Background: an optimization exercise with open tools, aiming at small area, a short achievable clock period and few clock cycles per item. Do not read the settings as production practice.
In this exercise RTL edits were held to simulation tests only and were not proved equivalent to the original.
Power figures rest on the tool's default switching activity, not on a simulated workload.

==> design.v <==
module hearth_acc (
    input  wire        clk,
    input  wire        rst,        
    input  wire        start,      
    input  wire        mts,        
    input  wire [3:0]  op,         
    input  wire [7:0]  fn,         
    input  wire [15:0] imm,        
    input  wire [31:0] src,        
    input  wire [31:0] x_in,
    input  wire [31:0] y_in,
    input  wire [15:0] c_in,
    input  wire        ba_in,
    input  wire [31:0] f_in,
    output wire        ready,
    output reg         done,
    output reg  [31:0] a,
    output reg  [31:0] e,
    output reg  [4:0]  flags,      
    output reg         store,      
    output reg         dz_event,   
    output reg         illegal     
);
    localparam F_N = 0, F_Z = 1, F_V = 2, F_CY = 3, F_DZ = 4;
    reg [3:0] eop;
    always @* begin
        if (op == 4'hF) begin
            case (imm[1:0])
                2'd0: eop = 4'h0;    
                2'd1: eop = 4'h1;    
                2'd2: eop = 4'h2;    
                default: eop = 4'h4;  
            endcase
        end else begin
            eop = op;
        end
    end
    wire is_div = !mts && (eop == 4'hC || eop == 4'hD);
    reg grp_legal;
    always @* begin
        grp_legal = 1'b0;
        if (fn <= 8'h06 || (fn >= 8'h18 && fn <= 8'h21) || fn == 8'h30 || fn == 8'h31)
            grp_legal = (imm == 16'h0000);
        else if (fn >= 8'h08 && fn <= 8'h0C)
            grp_legal = (imm[15:8] == 8'h00);
        else if (fn >= 8'h10 && fn <= 8'h14)
            grp_legal = (imm == 16'h0000);
    end
    wire is_illegal = !mts && (op == 4'hE) && !grp_legal;
    wire        cy_in = flags[F_CY];
    wire        add_cin = (eop == 4'h3) ? cy_in : 1'b0;
    wire [32:0] add_full = {1'b0, a} + {1'b0, src} + {32'd0, add_cin};
    wire [31:0] add_r = add_full[31:0];
    wire        add_v = (a[31] == src[31]) && (add_r[31] != a[31]);
    wire        sub_bin = (eop == 4'h5) ? cy_in : 1'b0;
    wire [32:0] sub_full = {1'b0, a} - {1'b0, src} - {32'd0, sub_bin};
    wire [31:0] sub_r = sub_full[31:0];
    wire        sub_cy = sub_full[32];
    wire        sub_v = (a[31] != src[31]) && (sub_r[31] != a[31]);
    wire signed [63:0] mul_s = $signed(a) * $signed(src);
    wire        [63:0] mul_u = a * src;
    wire        [63:0] mul_p = (eop == 4'hA) ? mul_s : mul_u;
    wire        mul_v = (eop == 4'hA) ? (mul_p[63:32] != {32{mul_p[31]}})
                                      : (mul_p[63:32] != 32'd0);
    wire [31:0] neg_r = 32'd0 - a;
    wire [7:0]  sh_n = (fn[4]) ? e[7:0] : imm[7:0];
    wire [2:0]  sh_k = fn[2:0];           
    wire [4:0]  sh_m = sh_n[4:0];
    wire [63:0] rol_w = {a, a} << sh_m;
    wire [63:0] ror_w = {a, a} >> sh_m;
    reg  [31:0] sh_r;
    reg         sh_cy;
    always @* begin
        sh_r = a;
        sh_cy = 1'b0;
        if (sh_n == 8'd0) begin
            sh_r = a;
            sh_cy = 1'b0;
        end else begin
            case (sh_k)
                3'd0: begin
                    if (sh_n < 8'd32) begin
                        sh_r = a << sh_m;
                        sh_cy = a[6'd32 - {1'b0, sh_m}];
                    end else begin
                        sh_r = 32'd0;
                        sh_cy = (sh_n == 8'd32) ? a[0] : 1'b0;
                    end
                end
                3'd1: begin
                    if (sh_n < 8'd32) begin
                        sh_r = a >> sh_m;
                        sh_cy = a[sh_m - 5'd1];
                    end else begin
                        sh_r = 32'd0;
                        sh_cy = (sh_n == 8'd32) ? a[31] : 1'b0;
                    end
                end
                3'd2: begin
                    if (sh_n < 8'd32) begin
                        sh_r = $unsigned($signed(a) >>> sh_m);
                        sh_cy = a[sh_m - 5'd1];
                    end else begin
                        sh_r = {32{a[31]}};
                        sh_cy = (sh_n == 8'd32) ? a[31] : 1'b0;
                    end
                end
                3'd3: begin
                    sh_r = rol_w[63:32];
                    if (sh_n < 8'd32)
                        sh_cy = sh_r[0];
                    else if (sh_n == 8'd32)
                        sh_cy = a[0];
                    else
                        sh_cy = 1'b0;
                end
                default: begin
                    sh_r = ror_w[31:0];
                    if (sh_n < 8'd32)
                        sh_cy = sh_r[31];
                    else if (sh_n == 8'd32)
                        sh_cy = a[31];
                    else
                        sh_cy = 1'b0;
                end
            endcase
        end
    end
    wire        ft_sign = f_in[31];
    wire [7:0]  ft_exp = f_in[30:23];
    wire [22:0] ft_man = f_in[22:0];
    wire        ft_near = fn[0];
    wire [7:0]  ft_e1 = (ft_exp == 8'd0) ? 8'd1 : ft_exp;
    wire [23:0] ft_m = {(ft_exp != 8'd0), ft_man};
    reg  [31:0] ft_r;
    reg         ft_v;
    reg  [63:0] ft_w;
    reg  [8:0]  ft_sh;
    reg  [31:0] ft_mag;
    reg         ft_inc;
    always @* begin
        ft_r = 32'd0;
        ft_v = 1'b0;
        ft_w = 64'd0;
        ft_sh = 9'd0;
        ft_mag = 32'd0;
        ft_inc = 1'b0;
        if (ft_exp == 8'hFF) begin
            ft_v = 1'b1;
            if (ft_man != 23'd0)
                ft_r = 32'd0;
            else
                ft_r = ft_sign ? 32'h8000_0000 : 32'h7FFF_FFFF;
        end else if (ft_exp >= 8'd158) begin
            if (ft_sign && ft_exp == 8'd158 && ft_man == 23'd0) begin
                ft_r = 32'h8000_0000;
                ft_v = 1'b0;
            end else begin
                ft_r = ft_sign ? 32'h8000_0000 : 32'h7FFF_FFFF;
                ft_v = 1'b1;
            end
        end else if (ft_exp >= 8'd150) begin
            ft_mag = {8'd0, ft_m} << (ft_exp - 8'd150);
            ft_r = ft_sign ? (32'd0 - ft_mag) : ft_mag;
        end else begin
            ft_sh = 9'd150 - {1'b0, ft_e1};
            if (ft_sh > 9'd63)
                ft_sh = 9'd63;
            ft_w = {8'd0, ft_m, 32'd0} >> ft_sh[5:0];
            ft_mag = ft_w[63:32];
            ft_inc = ft_near && ft_w[31] && ((ft_w[30:0] != 31'd0) || ft_w[32]);
            ft_mag = ft_mag + {31'd0, ft_inc};
            ft_r = ft_sign ? (32'd0 - ft_mag) : ft_mag;
        end
    end
    reg [5:0] popc;
    reg [5:0] clz;
    reg       clz_found;
    integer   i;
    always @* begin
        popc = 6'd0;
        for (i = 0; i < 32; i = i + 1)
            popc = popc + {5'd0, a[i]};
        clz = 6'd32;
        clz_found = 1'b0;
        for (i = 31; i >= 0; i = i - 1) begin
            if (!clz_found && a[i]) begin
                clz = 6'd31 - i[5:0];
                clz_found = 1'b1;
            end
        end
    end
    reg [31:0] n_a, n_e;
    reg [4:0]  n_fl;
    reg        n_store;
    always @* begin
        n_a = a;
        n_e = e;
        n_fl = flags;
        n_store = 1'b0;
        if (mts) begin
            n_fl = src[4:0];
        end else if (!is_illegal) begin
            case (eop)
                4'h0: begin                             
                    n_a = src;
                    n_fl[F_N] = src[31];
                    n_fl[F_Z] = (src == 32'd0);
                end
                4'h1: n_store = 1'b1;                   
                4'h2, 4'h3: begin                       
                    n_a = add_r;
                    n_fl[F_N] = add_r[31];
                    n_fl[F_Z] = (add_r == 32'd0);
                    n_fl[F_V] = add_v;
                    n_fl[F_CY] = add_full[32];
                end
                4'h4, 4'h5, 4'h9: begin                 
                    if (eop != 4'h9)
                        n_a = sub_r;
                    n_fl[F_N] = sub_r[31];
                    n_fl[F_Z] = (sub_r == 32'd0);
                    n_fl[F_V] = sub_v;
                    n_fl[F_CY] = sub_cy;
                end
                4'h6, 4'h7, 4'h8: begin                 
                    if (eop == 4'h6)
                        n_a = a & src;
                    else if (eop == 4'h7)
                        n_a = a | src;
                    else
                        n_a = a ^ src;
                    n_fl[F_N] = n_a[31];
                    n_fl[F_Z] = (n_a == 32'd0);
                    n_fl[F_V] = 1'b0;
                end
                4'hA, 4'hB: begin                       
                    n_a = mul_p[31:0];
                    n_e = mul_p[63:32];
                    n_fl[F_N] = mul_p[63];
                    n_fl[F_Z] = (mul_p == 64'd0);
                    n_fl[F_V] = mul_v;
                    n_fl[F_CY] = 1'b0;
                end
                4'hE: begin                             
                    case (fn)
                        8'h00: begin                    
                            n_a = neg_r;
                            n_fl[F_N] = neg_r[31];
                            n_fl[F_Z] = (neg_r == 32'd0);
                            n_fl[F_V] = a[31] && neg_r[31];
                            n_fl[F_CY] = (a != 32'd0);
                        end
                        8'h01: begin                    
                            n_a = ~a;
                            n_fl[F_N] = ~a[31];
                            n_fl[F_Z] = (a == 32'hFFFF_FFFF);
                            n_fl[F_V] = 1'b0;
                        end
                        8'h02: begin                    
                            n_a = a[31] ? neg_r : a;
                            n_fl[F_N] = n_a[31];
                            n_fl[F_Z] = (n_a == 32'd0);
                            n_fl[F_V] = (a == 32'h8000_0000);
                        end
                        8'h03, 8'h04, 8'h05, 8'h06: begin
                            if (fn == 8'h03)
                                n_a = {{24{a[7]}}, a[7:0]};
                            else if (fn == 8'h04)
                                n_a = {{16{a[15]}}, a[15:0]};
                            else if (fn == 8'h05)
                                n_a = {24'd0, a[7:0]};
                            else
                                n_a = {16'd0, a[15:0]};
                            n_fl[F_N] = n_a[31];
                            n_fl[F_Z] = (n_a == 32'd0);
                        end
                        8'h08, 8'h09, 8'h0A, 8'h0B, 8'h0C,
                        8'h10, 8'h11, 8'h12, 8'h13, 8'h14: begin
                            n_a = sh_r;
                            n_fl[F_N] = sh_r[31];
                            n_fl[F_Z] = (sh_r == 32'd0);
                            n_fl[F_V] = 1'b0;
                            n_fl[F_CY] = sh_cy;
                        end
                        8'h18: n_a = e;                 
                        8'h19: n_e = a;                 
                        8'h1A: begin                    
                            n_a = e;
                            n_e = a;
                        end
                        8'h1B: n_a = x_in;              
                        8'h1C: n_a = y_in;              
                        8'h1D: n_a = {16'd0, c_in};     
                        8'h1E: n_a = {31'd0, ba_in};    
                        8'h1F: n_a = f_in;              
                        8'h20, 8'h21: begin             
                            n_a = ft_r;
                            n_fl[F_N] = ft_r[31];
                            n_fl[F_Z] = (ft_r == 32'd0);
                            n_fl[F_V] = ft_v;
                        end
                        8'h30, 8'h31: begin             
                            n_a = (fn == 8'h30) ? {26'd0, popc} : {26'd0, clz};
                            n_fl[F_N] = 1'b0;
                            n_fl[F_Z] = (n_a == 32'd0);
                            n_fl[F_V] = 1'b0;
                        end
                        default: ;
                    endcase
                end
                default: ;
            endcase
        end
    end
    reg        busy;
    reg        div_fix;      
    reg [5:0]  div_cnt;
    reg [32:0] div_rem;
    reg [31:0] div_q;
    reg [31:0] div_d;
    reg        div_neg_q;
    reg        div_neg_r;
    wire        a_neg = (eop == 4'hC) && a[31];
    wire        s_neg = (eop == 4'hC) && src[31];
    wire [31:0] a_mag = a_neg ? (32'd0 - a) : a;
    wire [31:0] s_mag = s_neg ? (32'd0 - src) : src;
    wire        div_by_zero = (src == 32'd0);
    wire        div_ovf = (eop == 4'hC) && (a == 32'h8000_0000) && (src == 32'hFFFF_FFFF);
    wire [32:0] div_try = {div_rem[31:0], div_q[31]} - {1'b0, div_d};
    wire [31:0] div_qf = div_neg_q ? (32'd0 - div_q) : div_q;
    wire [31:0] div_rf = div_neg_r ? (32'd0 - div_rem[31:0]) : div_rem[31:0];
    assign ready = !busy;
    always @(posedge clk) begin
        if (rst) begin
            a <= 32'd0;
            e <= 32'd0;
            flags <= 5'd0;
            done <= 1'b0;
            store <= 1'b0;
            dz_event <= 1'b0;
            illegal <= 1'b0;
            busy <= 1'b0;
            div_fix <= 1'b0;
            div_cnt <= 6'd0;
            div_rem <= 33'd0;
            div_q <= 32'd0;
            div_d <= 32'd0;
            div_neg_q <= 1'b0;
            div_neg_r <= 1'b0;
        end else begin
            done <= 1'b0;
            store <= 1'b0;
            dz_event <= 1'b0;
            illegal <= 1'b0;
            if (busy) begin
                if (div_fix) begin
                    a <= div_qf;
                    e <= div_rf;
                    flags[F_N] <= div_qf[31];
                    flags[F_Z] <= (div_qf == 32'd0);
                    flags[F_V] <= 1'b0;
                    flags[F_CY] <= 1'b0;
                    busy <= 1'b0;
                    div_fix <= 1'b0;
                    done <= 1'b1;
                end else begin
                    if (!div_try[32]) begin
                        div_rem <= div_try;
                        div_q <= {div_q[30:0], 1'b1};
                    end else begin
                        div_rem <= {div_rem[31:0], div_q[31]};
                        div_q <= {div_q[30:0], 1'b0};
                    end
                    div_cnt <= div_cnt - 6'd1;
                    if (div_cnt == 6'd1)
                        div_fix <= 1'b1;
                end
            end else if (start) begin
                if (is_div && div_by_zero) begin
                    a <= (eop == 4'hC) ? (a[31] ? 32'h8000_0000 : 32'h7FFF_FFFF)
                                       : 32'hFFFF_FFFF;
                    e <= a;
                    flags[F_N] <= (eop == 4'hC) ? a[31] : 1'b1;
                    flags[F_Z] <= 1'b0;
                    flags[F_V] <= 1'b0;
                    flags[F_CY] <= 1'b0;
                    flags[F_DZ] <= 1'b1;
                    dz_event <= 1'b1;
                    done <= 1'b1;
                end else if (is_div && div_ovf) begin
                    a <= 32'h8000_0000;
                    e <= 32'd0;
                    flags[F_N] <= 1'b1;
                    flags[F_Z] <= 1'b0;
                    flags[F_V] <= 1'b1;
                    flags[F_CY] <= 1'b0;
                    done <= 1'b1;
                end else if (is_div) begin
                    busy <= 1'b1;
                    div_cnt <= 6'd32;
                    div_rem <= 33'd0;
                    div_q <= a_mag;
                    div_d <= s_mag;
                    div_neg_q <= a_neg ^ s_neg;
                    div_neg_r <= a_neg;
                end else begin
                    a <= n_a;
                    e <= n_e;
                    flags <= n_fl;
                    store <= n_store;
                    illegal <= is_illegal;
                    done <= 1'b1;
                end
            end
        end
    end
endmodule
==> run.sh <==
#!/bin/bash
# synth_recipe.tcl (not shown) runs the flow's synth.tcl, then flattens the netlist and writes it again
# the make line also repeats each setting of config.mk as NAME=value (left out here)
make -C /OpenROAD-flow-scripts/flow DESIGN_CONFIG=/design/flow/config.mk WORK_HOME=/design/flow/orfs CLKGATE_MAP_FILE= SYNTH_SCRIPT=/design/flow/synth_recipe.tcl finish
==> config.mk <==
export PLATFORM = sky130hd
export DESIGN_NAME = hearth_acc
export DESIGN_NICKNAME = hearth_acc
export VERILOG_FILES = /design/flow/design.v
export SDC_FILE = /design/flow/constraint.sdc
export NUM_CORES = 4
export LEC_CHECK = 0
export CAP_MARGIN = 20
export CORE_MARGIN = 2
export CORE_UTILIZATION = 25
export SLEW_MARGIN = 20
==> constraint.sdc <==
create_clock -name core_clock -period 14.0 [get_ports {clk}]
set_input_delay 2.8000 -clock core_clock [delete_from_list [all_inputs] [get_ports {clk}]]
set_output_delay 2.8000 -clock core_clock [all_outputs]
set_load 0.01 [all_outputs]
==> results.txt <==
==> report_power, final <==
group	internal (mW)	switching [mW]
Clock	0.237	0.264
Sequential	0.534	0.0953
Combinational	6.38	10.8
Total	7.15	11.2
==> area by class of cell <==
type                            count  share of cell area, %
Multi-Input combinational cell   8272                   76.9
Inverter                         1967                   7.70
Tap cell                         4578                   5.98
Timing Repair Buffer              565                   4.93
Sequential cell                   179                   3.80
Clock buffer                       17                  0.444
Clock inverter                     14                  0.150
Antenna cell                       19                 0.0496
==> routing by layer <==
| metal | up-vias | GRT usage (%) | routed length [um] |
|---|---|---|---|
| met5 | - | 0.270 | 296 |
| met4 | 34 | 14.2 | 32200 |
| met3 | 1370 | 6.85 | 50000 |
| met2 | 5502 | 35.3 | 178000 |
| met1 | 42200 | 27.7 | 153000 |
| li1 | 36200 | - | - |
==> cell usage in the layout, fill, tap and decap left out, types with 36 or more instances in the layout <==
cell type	synthesis	routed
a221oi_1	88	87
and2_1	47	47
nand2b_1	59	58
nor4_1	60	59
xor2_1	139	137
or3_1	78	78
a211oi_1	179	179
or4_1	36	36
nor3_1	152	149
o221ai_1	40	40
a22oi_1	59	59
o31ai_1	57	57
mux2i_1	222	218
nand4_1	84	84
xnor2_1	269	269
o21a_1	48	48
nand2_1	1358	1357
ha_1	569	569
a21o_1	95	95
buf_4	2	312
o21ai_0	442	435
o211ai_1	75	75
a31oi_1	69	69
clkdlybuf4s50_1	0	219
and3_1	71	71
a21oi_1	613	612
nor2_1	965	957
inv_1	1950	1944
mux4_2	54	54
fa_1	1501	1501
nor2b_1	38	38
dfxtp_1	179	145
nand3_1	209	208
o22ai_1	48	48
==> worst register-to-register path: cells and delay by family (launching register included) <==
family                   cells  cell delay [ns]
flip-flops                   1             1.07
multiplexers                 1             0.24
AND/OR/NAND/NOR              4             0.77
adder cells (fa/ha/maj)      9             3.61
AO/OA/AOI/OAI               15             3.86
buffers and inverters        8             2.17
==> metrics by stage <==
| step | std cells | hold slack [ns] | power, mW | utilization, % | cell area (um2) |
|---|---|---|---|---|---|
| floorplan | 11100 | 0.432 | 11.7 | - | 87200 |
| global placement | 15600 | 0.448 | 17.2 | 27.5 | 95200 |
| detailed placement | 15600 | 0.455 | 17.2 | 27.5 | 95200 |
| CTS | 15600 | 0.464 | 17.8 | 27.6 | 95800 |
| global route | 15600 | 0.485 | 19.7 | 27.6 | 95800 |
| finish | 15600 | 0.467 | 18.3 | 27.6 | 95800 |
==> cell families after synthesis <==
| family | after synthesis | synth area share (%) |
|---|---|---|
| and+or+nand+nor | 3280 | 16.7 |
| buffers and inverters | 2652 | 11.5 |
| AOI/OAI and AO/OA | 2216 | 16.7 |
| adders and majority gates | 2070 | 42.6 |
| xor gates and xnor gates | 408 | 4.10 |
| muxes | 298 | 4.23 |
| DFF | 179 | 4.11 |
==> flip-flops by register name (all words and copies together), names as in the netlist <==
register,cells
busy,1
flags,5
div_neg_q,1
done,1
div_rem,32
div_q,32
div_cnt,6
illegal,1
div_d,32
e,32
div_fix,1
dz_event,1
store,1
a,32
div_neg_r,1
==> worst max-delay path by stage <==
stage / start / endpoint / slack [ns] / cells past startpoint
after floorplan: src[13] / flags[1]$_SDFFE_PP0P_ / 2.27 / 39
after global placement: src[9] / flags[1]$_SDFFE_PP0P_ / 0.74 / 31
after detailed placement: src[9] / flags[1]$_SDFFE_PP0P_ / 0.70 / 31
after CTS: src[9] / flags[1]$_SDFFE_PP0P_ / 1.15 / 31
after global routing: src[9] / flags[1]$_SDFFE_PP0P_ / 0.61 / 32
final: src[9] / flags[1]$_SDFFE_PP0P_ / 0.93 / 33
==> metrics.md <==
| Metric | Value |
|---|---|
| Share of cells above drive strength 1 | 5.64% |
| Flop-to-flop setup slack | 2.12 ns |
| Pwr/cell area | between 150 and 200 mW/mm2 |
| Boundary Pins | 251 |
| Worst-Skew Late Latency | 0.48 ns |
| Aggregate global routing overflow | 0 |
| Via count of the first global-routing pass | approximately 84k |
| CTS tree | yes |
| Top FF cell, synth | dfxtp_1 |
| Pin count of the biggest net entering global routing | 70 |
| Relative max-transition margin | between 10% and 20% |
| Leading cell types by total area after synthesis | fa_1 (34%), inv_1 (8.4%), ha_1 (8.2%), nand2_1 (5.8%), nor2_1 (4.2%) |
| Die width | 595 um |
| Top fanout value on the critical path | 18 |
| Post-layout net count | 13.2k |
| Final antenna-violating net count | 0 |
| Final Wtd Congestion | roughly 1.1 |
| Root Buffer Master | clkbuf_16 |
| Hold Vio Cnt, Final | 0 |
| Sinks on the clock net | 179 |
| Cts repair resizes | 0 |
| Register area share after synthesis | 4.11% |
| Setup repair after global routing missed its margin | no |
| Max frequency | 76.5 MHz |
| Final count of pins violating max slew | 0 |
| Initial core utilization | roughly a quarter |
| Detailed-route DRC error count | 0 |
| Net count of the mapped netlist | 13.4k |
| Count of unique library cells instantiated by Yosys | 109 |
| Highest ir drop seen on vdd | 0.268 mV |
| Total clock buffers created by CTS | 17 |
| Leading post-synthesis cells by instance count | inv_1 (1950), fa_1 (1501), nand2_1 (1358) |
| Tmin final | between 10 and 15 ns |
| Worst hold path startpoint | div_d[31]$_SDFFE_PP0P_ |
| Post-placement setup slack | 0.696 ns |
| Total setup violations reported at the end of the flow | 0 |
| Initial drt markers | 11.5k |
| Endpoint class of the critical path | flip-flop |
| Total negative setup slack | 0 ns |
| Transition at the pin with the smallest max-transition slack | 1.21 ns |
| Via-per-instance ratio | 5.47 |
| Cell occurring most often along the worst timing path | fa_1 |
| Async S/R FF share, synth | 0% |
| Synth Instances | 11.1k |
| Largest buffer count on any clock path | 2 |
| Number of inserted filler cells in the final layout | approximately 38k |
| Wire length of the first global-routing pass | 596000 um |
| Height of the chip | 595 um |
| Post-synthesis sequential element count | 179 |
| Classification of the worst-slack hold path | flip-flop to flip-flop |
| Detailed-routing iteration count for the pre-antenna-repair pass | 14 |
| Max-cap violations | 0 |
| Leading cell type by number of instances after synthesis | inv_1 |
| Count of H-tree levels built during CTS | 4 |
| Multi-input combinational cell area | 0.0738 mm2 |
| Share of the synthesized area in the top cell type | 34.5% |
| Post-route clock period utilization | slightly above 90% |
| Buffer and inverter count on the worst path | 8 |
| Slowest stage cell, crit path | clkinv_1 |
| Post-CTS Setup Inserts | 0 |
| Leakage | 42.1 nW |
| Number of input and output port buffers inserted | between 200 and 300 |
| WHS Path Cells | 2 |
| Endpoint of the most critical register-to-register path | e[29]$_SDFFE_PP0P_ |
| GRT Overall Usage | 22.8% |
| Worst endpoint data arrival time | 13.47 ns |
| Mapped cell area | roughly 0.087 mm2 |
| Combined flip-flop and latch cell area | approximately 0.0036 mm2 |
| R2R cell count | 37 |
| Hold_buf cts | 0 |
| Floorplan row count | approximately 220 |
| Largest incremental delay on the critical path | 0.86 ns |
| Startpoint type of the worst setup path | primary input |
| Outcome | finished clean |
| Skew final | 0.0152 ns |
| Post-detailed-placement half-perimeter wirelength | 325000 um |
| Routed wire length | 414000 um |
| Source of the worst register-to-register timing path | a[6]$_SDFFE_PP0P_ |
| Area enclosed by the die boundary | 0.353 mm2 |
| Number of antenna violations at the first check in global routing | 46 |
| Synthesized area per cell | between 7 and 8 um2 |
| Worst setup path category | primary input to flip-flop |
| Number of warnings printed during yosys synthesis | 1 |
| CP top delay family | adder cells |
| Average detailed-routed wire length per instance | around 27 um |
| Slack of the critical path | 0.925 ns |
| Layout-stage area growth over the synthesis result | 9.95% |
| Core region area | 0.347 mm2 |
| Routed via count | 85.4k |
| Clk pin slew, worst setup/hold paths | about 0.080 ns |
| Biggest area consumer among synthesized cells | fa_1 |
| Required time of the worst setup path | 14.39 ns |
| Number of synthesized flops with an enable pin | 0 |
| Destination of the worst hold path | div_d[31]$_SDFFE_PP0P_ |
Testbench counts, summed over its fixed seeds: cycles 69,859, ops 32,000.

## afterwards: timing with drivers on the ports
The flow's constraints put no driver on any port. The routed layout listed below was extracted and timed again, unchanged, in two steps.
Step 1 (the two cells are an assumption about what drives the block):
set clk [get_ports {clk}]
set_driving_cell -lib_cell sky130_fd_sc_hd__clkbuf_16 $clk
set_driving_cell -lib_cell sky130_fd_sc_hd__buf_2 [delete_from_list [all_inputs] $clk]
Step 2 adds t to the input delays and takes it off the output delays; t is the mean of the earliest and latest rising clock arrival at the registers after step 1. Input paths then give back, and output paths get back, about the clock's delay inside the block.
Slacks: ideal / step 1 / step 2; pairs: ideal / step 1.
t, ns: 0.534
slack for setup (ns): 0.925 / 0.965 / 0.431
worst setup path at the end: input to register
latest minus earliest clock arrival (ns): 0.016 / 0.015
After both steps setup and hold are still met in this run. The setup slack of this run moves by +0.040 ns with the drivers and by -0.494 ns with both steps.
